Background: an optimization exercise with open tools, aiming at small area and a short achievable clock period. Do not read the settings as production practice.
The RTL was checked by simulation tests, not by an equivalence proof against the original design.

`flow/config.mk`:
```
export PLATFORM = sky130hd
export DESIGN_NAME = ck_crc_bank
export DESIGN_NICKNAME = ck_crc_bank
export VERILOG_FILES = /design/flow/design.v
export SDC_FILE = /design/flow/constraint.sdc
export NUM_CORES = 4
export LEC_CHECK = 0
export CAP_MARGIN = 20
export CORE_MARGIN = 2
export CORE_UTILIZATION = 25
export SETUP_SLACK_MARGIN = 3
export SLEW_MARGIN = 20
```
`flow/constraint.sdc`:
```
create_clock -name core_clock -period 30.0 [get_ports {clk}]
set_input_delay 6.0000 -clock core_clock [delete_from_list [all_inputs] [get_ports {clk}]]
set_output_delay 6.0000 -clock core_clock [all_outputs]
set_load 0.01 [all_outputs]
```
`flow/design.v`:
```
module ck_crc_byte (
    input  wire [31:0] crc_in,
    input  wire [7:0]  data,
    input  wire [31:0] poly,      
    input  wire [31:0] poly_r,    
    input  wire [1:0]  width,     
    input  wire        reflect,
    output reg  [31:0] crc_out
);
    integer i;
    reg        fb;
    reg [31:0] c;
    reg [31:0] mask;
    always @* begin
        case (width)
            2'd1:    mask = 32'h0000_FFFF;
            2'd2:    mask = 32'h0000_00FF;
            default: mask = 32'hFFFF_FFFF;
        endcase
        c = crc_in & mask;
        for (i = 0; i < 8; i = i + 1) begin
            if (reflect) begin
                fb = c[0] ^ data[i];
                c  = c >> 1;
                if (fb)
                    c = c ^ poly_r;
            end else begin
                case (width)
                    2'd1:    fb = c[15] ^ data[7-i];
                    2'd2:    fb = c[7]  ^ data[7-i];
                    default: fb = c[31] ^ data[7-i];
                endcase
                c = (c << 1) & mask;
                if (fb)
                    c = c ^ poly;
            end
        end
        crc_out = c;
    end
endmodule
module ck_crc_fold (
    input  wire [31:0] crc_in,
    input  wire [31:0] wdata,
    input  wire [2:0]  poly_sel,
    input  wire        reflect,
    input  wire [2:0]  reg_sel,   
    output reg  [31:0] crc_out
);
    reg [31:0] poly, poly_r;
    reg [1:0]  width;
    always @* begin
        case (poly_sel)
            3'b000:  begin poly = 32'h1EDC_6F41; poly_r = 32'h82F6_3B78; width = 2'd0; end  
            3'b001:  begin poly = 32'h741B_8CD7; poly_r = 32'hEB31_D82E; width = 2'd0; end  
            3'b010:  begin poly = 32'h04C1_1DB7; poly_r = 32'hEDB8_8320; width = 2'd0; end  
            3'b011:  begin poly = 32'h0000_1021; poly_r = 32'h0000_8408; width = 2'd1; end  
            default: begin poly = 32'h0000_002F; poly_r = 32'h0000_00F4; width = 2'd2; end  
        endcase
    end
    wire        seed = (reg_sel == 3'd3);
    wire [7:0]  b0 = seed ? wdata[31:24] : wdata[7:0];
    wire [7:0]  b1 = seed ? wdata[23:16] : wdata[15:8];
    wire [7:0]  b2 = seed ? wdata[15:8]  : wdata[23:16];
    wire [7:0]  b3 = seed ? wdata[7:0]   : wdata[31:24];
    wire [31:0] c1, c2, c3, c4;
    ck_crc_byte u_b0 (.crc_in(crc_in), .data(b0), .poly(poly), .poly_r(poly_r), .width(width), .reflect(reflect), .crc_out(c1));
    ck_crc_byte u_b1 (.crc_in(c1),     .data(b1), .poly(poly), .poly_r(poly_r), .width(width), .reflect(reflect), .crc_out(c2));
    ck_crc_byte u_b2 (.crc_in(c2),     .data(b2), .poly(poly), .poly_r(poly_r), .width(width), .reflect(reflect), .crc_out(c3));
    ck_crc_byte u_b3 (.crc_in(c3),     .data(b3), .poly(poly), .poly_r(poly_r), .width(width), .reflect(reflect), .crc_out(c4));
    always @* begin
        case (reg_sel)
            3'd5:    crc_out = c2;    
            3'd6:    crc_out = c1;    
            default: crc_out = c4;    
        endcase
    end
endmodule
module ck_crc_bank (
    input  wire        clk,
    input  wire        rst_n,      
    input  wire        req,        
    input  wire        we,         
    input  wire [7:0]  addr,       
    input  wire [31:0] wdata,
    input  wire [3:0]  wstrb,      
    output reg         rvalid,     
    output reg  [31:0] rdata
);
    localparam R_CFG = 3'd0, R_VAL = 3'd1, R_RESULT = 3'd2, R_SEED = 3'd3,
               R_DATA32 = 3'd4, R_DATA16 = 3'd5, R_DATA8 = 3'd6;
    reg [2:0]  cfg_poly [0:7];
    reg        cfg_finv [0:7];
    reg        cfg_refl [0:7];
    reg [31:0] val      [0:7];
    wire [2:0] unit = addr[7:5];
    wire [2:0] rsel = addr[4:2];
    wire [2:0]  u_poly = cfg_poly[unit];
    wire        u_finv = cfg_finv[unit];
    wire        u_refl = cfg_refl[unit];
    wire [31:0] u_val  = val[unit];
    function [31:0] width_mask;
        input [2:0] p;
        case (p)
            3'b011:  width_mask = 32'h0000_FFFF;
            3'b100:  width_mask = 32'h0000_00FF;
            default: width_mask = 32'hFFFF_FFFF;
        endcase
    endfunction
    wire [31:0] u_mask = width_mask(u_poly);
    wire [31:0] fold_out;
    ck_crc_fold u_fold (
        .crc_in  (u_val),
        .wdata   (wdata),
        .poly_sel(u_poly),
        .reflect (u_refl),
        .reg_sel (rsel),
        .crc_out (fold_out)
    );
    wire wr = req && we && (wstrb == 4'hF);
    wire rd = req && !we;
    integer k;
    always @(posedge clk) begin
        if (!rst_n) begin
            for (k = 0; k < 8; k = k + 1) begin
                cfg_poly[k] <= 3'b000;
                cfg_finv[k] <= 1'b1;
                cfg_refl[k] <= 1'b1;
                val[k]      <= 32'hFFFF_FFFF;
            end
        end else if (wr) begin
            case (rsel)
                R_CFG: begin
                    if (wdata[4:2] <= 3'b100) begin
                        cfg_poly[unit] <= wdata[4:2];
                        cfg_finv[unit] <= wdata[1];
                        cfg_refl[unit] <= wdata[0];
                        val[unit]      <= u_val & width_mask(wdata[4:2]);
                    end
                end
                R_VAL:
                    val[unit] <= wdata & u_mask;
                R_SEED, R_DATA32, R_DATA16, R_DATA8:
                    val[unit] <= fold_out;
                default: ;
            endcase
        end
    end
    always @(posedge clk) begin
        if (!rst_n) begin
            rvalid <= 1'b0;
            rdata  <= 32'h0;
        end else begin
            rvalid <= rd;
            if (rd) begin
                case (rsel)
                    R_CFG:    rdata <= {27'b0, u_poly, u_finv, u_refl};
                    R_VAL:    rdata <= u_val;
                    R_RESULT: rdata <= u_val ^ (u_finv ? u_mask : 32'h0);
                    default:  rdata <= 32'h0;
                endcase
            end
        end
    end
endmodule
```
`flow/run.sh`:
```
#!/bin/bash
# synth_recipe.tcl (not shown) runs the flow's synth.tcl, then flattens the netlist and writes it again
# the make line also repeats each setting of config.mk as NAME=value (left out here)
make -C /OpenROAD-flow-scripts/flow DESIGN_CONFIG=/design/flow/config.mk WORK_HOME=/design/flow/orfs CLKGATE_MAP_FILE= SYNTH_SCRIPT=/design/flow/synth_recipe.tcl finish
```
==> flow_metrics.env <==
export IMPL_place_gp_congestion=1.07
export IMPL_slew_violations=0
export IMPL_grt_setup_unrepaired="no"
export IMPL_final_cell_mix="1,045 x nand2_1, 1,027 x xnor2_1, 822 x nor2_1"
export IMPL_final_nets=7468
export IMPL_ys_ff_latch=329
export IMPL_final_util_pct=30.2
export IMPL_grt_pass1_wl_mm=456
export IMPL_io_buffer_count=78
export IMPL_drt_vias_per_instance=6.06
export IMPL_slew_headroom_pct=14.3
export IMPL_wire_per_inst_um=32.7
export IMPL_finalSetupTns_ps=0
export IMPL_finalHoldViolations=0
export IMPL_layout_drive_gt1_share_pct=16.8
export IMPL_drt_total_wl_mm=335
export IMPL_start_kind="primary input"
export IMPL_asyncSetResetFlopFracSynth_pct=0
export IMPL_drv_cap=0
export IMPL_status="no timing/DRC/antenna violations"
export IMPL_slowest_delay_ps=1020
export IMPL_gr_total_overflow=0
export IMPL_h_tree_depth=2
export IMPL_chipHeight_um=463
export IMPL_yosysUniqueCellTypes=133
export IMPL_antenna_found_initial=28
export IMPL_grt_use_total_pct=29.5
export IMPL_clkTransAtPathRegs_ps=60
export IMPL_cts_sinks=329
export IMPL_crit_type="in -> reg"
export IMPL_syn_area_per_cell_um2=7.41
export IMPL_synth_area_um2=52800
export IMPL_synthFlopType="edfxtp_1"
export IMPL_first_pass_iters=11
export IMPL_ys_seq_area_share_pct=18.1
export IMPL_fin_crit_sh_pct=89.4
export IMPL_synth_edff_count=296
export IMPL_ant_nets=0
export IMPL_clock_fmax_ghz=0.0373
export IMPL_clk_path_buf_depth=3
export IMPL_arrival_ps=27110
export IMPL_first_global_vias=56600
export IMPL_clock_root_buffer="clkbuf_16"
export IMPL_dp_hpwl_mm=248
export IMPL_crit_buf_inv=16
export IMPL_crit_required_ps=30280
export IMPL_netlist_instances=7121
export IMPL_path_common_cell="buf_4"
export IMPL_tritoncts="done"
export IMPL_start_util_pct=25.2
export IMPL_syn_to_final_growth_pct=20.0
export IMPL_die_area_um2=215000
export IMPL_io_pins=81
export IMPL_fin_crit_ps=26830
export IMPL_crit_family="compound AO/OA/AOI/OAI gates"
export IMPL_drt_iter0_drc=9821
export IMPL_core_area_um2=210000
export IMPL_grt_max_degree=63
export IMPL_cp_max_fo=36
export IMPL_cts_buffers_inserted=35
export IMPL_final_common_cell="nand2_1"
export IMPL_holdWs_ps=513
export IMPL_end_kind="flop"
export IMPL_hold_class="reg -> reg"
export IMPL_worstSkewPairLatency_ps=550
export IMPL_vias=62200
export IMPL_synth_fp_nets=7169
export IMPL_synth_warnings=3
export IMPL_cp_slowest_cell="nor2_1"
export IMPL_fp_row_count=168
export IMPL_num_fill_cells=22800
export IMPL_holdBufCountCts=0
export IMPL_die_width_um=463
export IMPL_clock_skew_ps=29.9
export IMPL_final_setup_viol_count=0
export IMPL_tightest_slew_ps=1290
export IMPL_drc=0
-- worst reg2reg max path: cells and delay by family, from the launching register on --
family,cells,cell delay [ps]
xor+xnor,8,2240
buf+inv,15,3340
compound gates,22,6770
mux,7,2370
flops,1,370
simple gates,22,6000
-- path summary, 6_finish.rpt --
check                                     from                 endpoint  slack (ps)  cells after the start
hold reg to reg         rdata[18]$_SDFFE_PN0P_   rdata[18]$_SDFFE_PN0P_         510                      2
hold / removal          rdata[18]$_SDFFE_PN0P_   rdata[18]$_SDFFE_PN0P_         510                      2
setup / recovery                       addr[5]  val[4][0]$_SDFFCE_PN1P_        3170                     75
setup reg to reg  cfg_poly[5][0]$_SDFFCE_PN0P_  val[4][0]$_SDFFCE_PN1P_        8610                     74
-- through the flow --
step	area [µm²]	setup WS [ps]	instances
after floorplan	52800	5730	7121
after global placement	60600	728	10100
after detailed placement	60600	700	10100
after CTS	62200	3010	10200
after global routing	63300	2970	10200
final	63300	3170	10300
-- sequential cells by signal (all words and copies together), names as in the netlist --
register  cells
cfg_refl      8
rdata        32
val         256
cfg_finv      8
cfg_poly     24
rvalid        1
-- cell families after synthesis --
family	after synthesis	synth area share, %
AO/OA/AOI/OAI	1664	21.9
XOR/XNOR	1376	24.3
buffers and inverters	569	4.41
flip-flops	329	18.1
multiplexers	298	6.35
AND/OR/NAND/NOR	2885	24.8
-- Yosys cell counts (45+ instances only) --
cell | n | share of area [%]
and2_1 | 53 | 0.63
nor3_1 | 204 | 1.9
edfxtp_1 | 296 | 17
mux2i_1 | 208 | 3.9
a22oi_1 | 78 | 1.1
xnor2_1 | 1048 | 17
xnor3_1 | 47 | 2.0
nor2_1 | 858 | 6.1
nor4_1 | 64 | 0.76
mux2_2 | 53 | 1.1
a21oi_1 | 360 | 3.4
o21ai_0 | 296 | 2.8
a211oi_1 | 70 | 1.0
o21ai_1 | 79 | 0.75
buf_2 | 52 | 0.49
o211ai_1 | 93 | 1.3
a31oi_1 | 61 | 0.72
buf_1 | 82 | 0.58
a221oi_1 | 54 | 0.90
xor2_1 | 266 | 4.4
nand4_1 | 45 | 0.53
nand2_1 | 1070 | 7.6
and3_1 | 63 | 0.75
clkbuf_1 | 390 | 2.8
or3_1 | 79 | 0.94
o22ai_1 | 56 | 0.66
nand3_1 | 203 | 1.9
-- routing by layer --
layer | GRT usage (%) | up-vias | share of wire (%)
met5 | 0 | - | 0.064
met2 | 42.7 | 4918 | 40
met3 | 7.70 | 1229 | 13
met4 | 19.8 | 30 | 8.4
met1 | 38.3 | 29900 | 38
li1 | - | 26000 | -
-- repair_timing --
item / CTS / global route
cloned: 1 / 1
gates resized for setup: 61 / 150
pin swaps: 7 / 21
setup buffers: 15 / 32
setup endpoints to repair: 256 / 256
hold endpoints to repair: 0 / 0
-- final cells by class --
type | count | area, µm² | area share (%)
multi-input combinational | 6225 | 42300 | 66.8
sequential | 329 | 9550 | 15.1
timing repair buffer | 807 | 6780 | 10.7
tap | 2805 | 3510 | 5.54
clock buffer | 42 | 912 | 1.44
clock inverter | 18 | 180 | 0.285
inverter | 22 | 85.1 | 0.134
antenna | 9 | 22.5 | 0.0356

what the ideal ports hide:
The results above use ideal ports. As a check the final layout listed here was re-extracted and re-timed, cells and wires unchanged. Step 1 (the two cells are an assumption about what drives the block):
set clk [get_ports {clk}]
set_driving_cell -lib_cell sky130_fd_sc_hd__clkbuf_16 $clk
set_driving_cell -lib_cell sky130_fd_sc_hd__buf_2 [delete_from_list [all_inputs] $clk]
Step 2 moves the port delays by t, midway between the first and last clock arrival at a register: inputs arrive t later, outputs are due t later. That takes back most of the time a late clock gives input paths. Three values: no drivers, after step 1, after step 2; two values: the first two.
shift t [ns]: 0.577
setup WS [ns]: 3.167 / 3.082 / 2.505
worst register clock-pin slew, ns: 0.07 / 0.07
After both steps setup and hold are still met in this run. For this run, drivers alone change the setup slack by -0.085 ns; drivers and shift together by -0.662 ns.
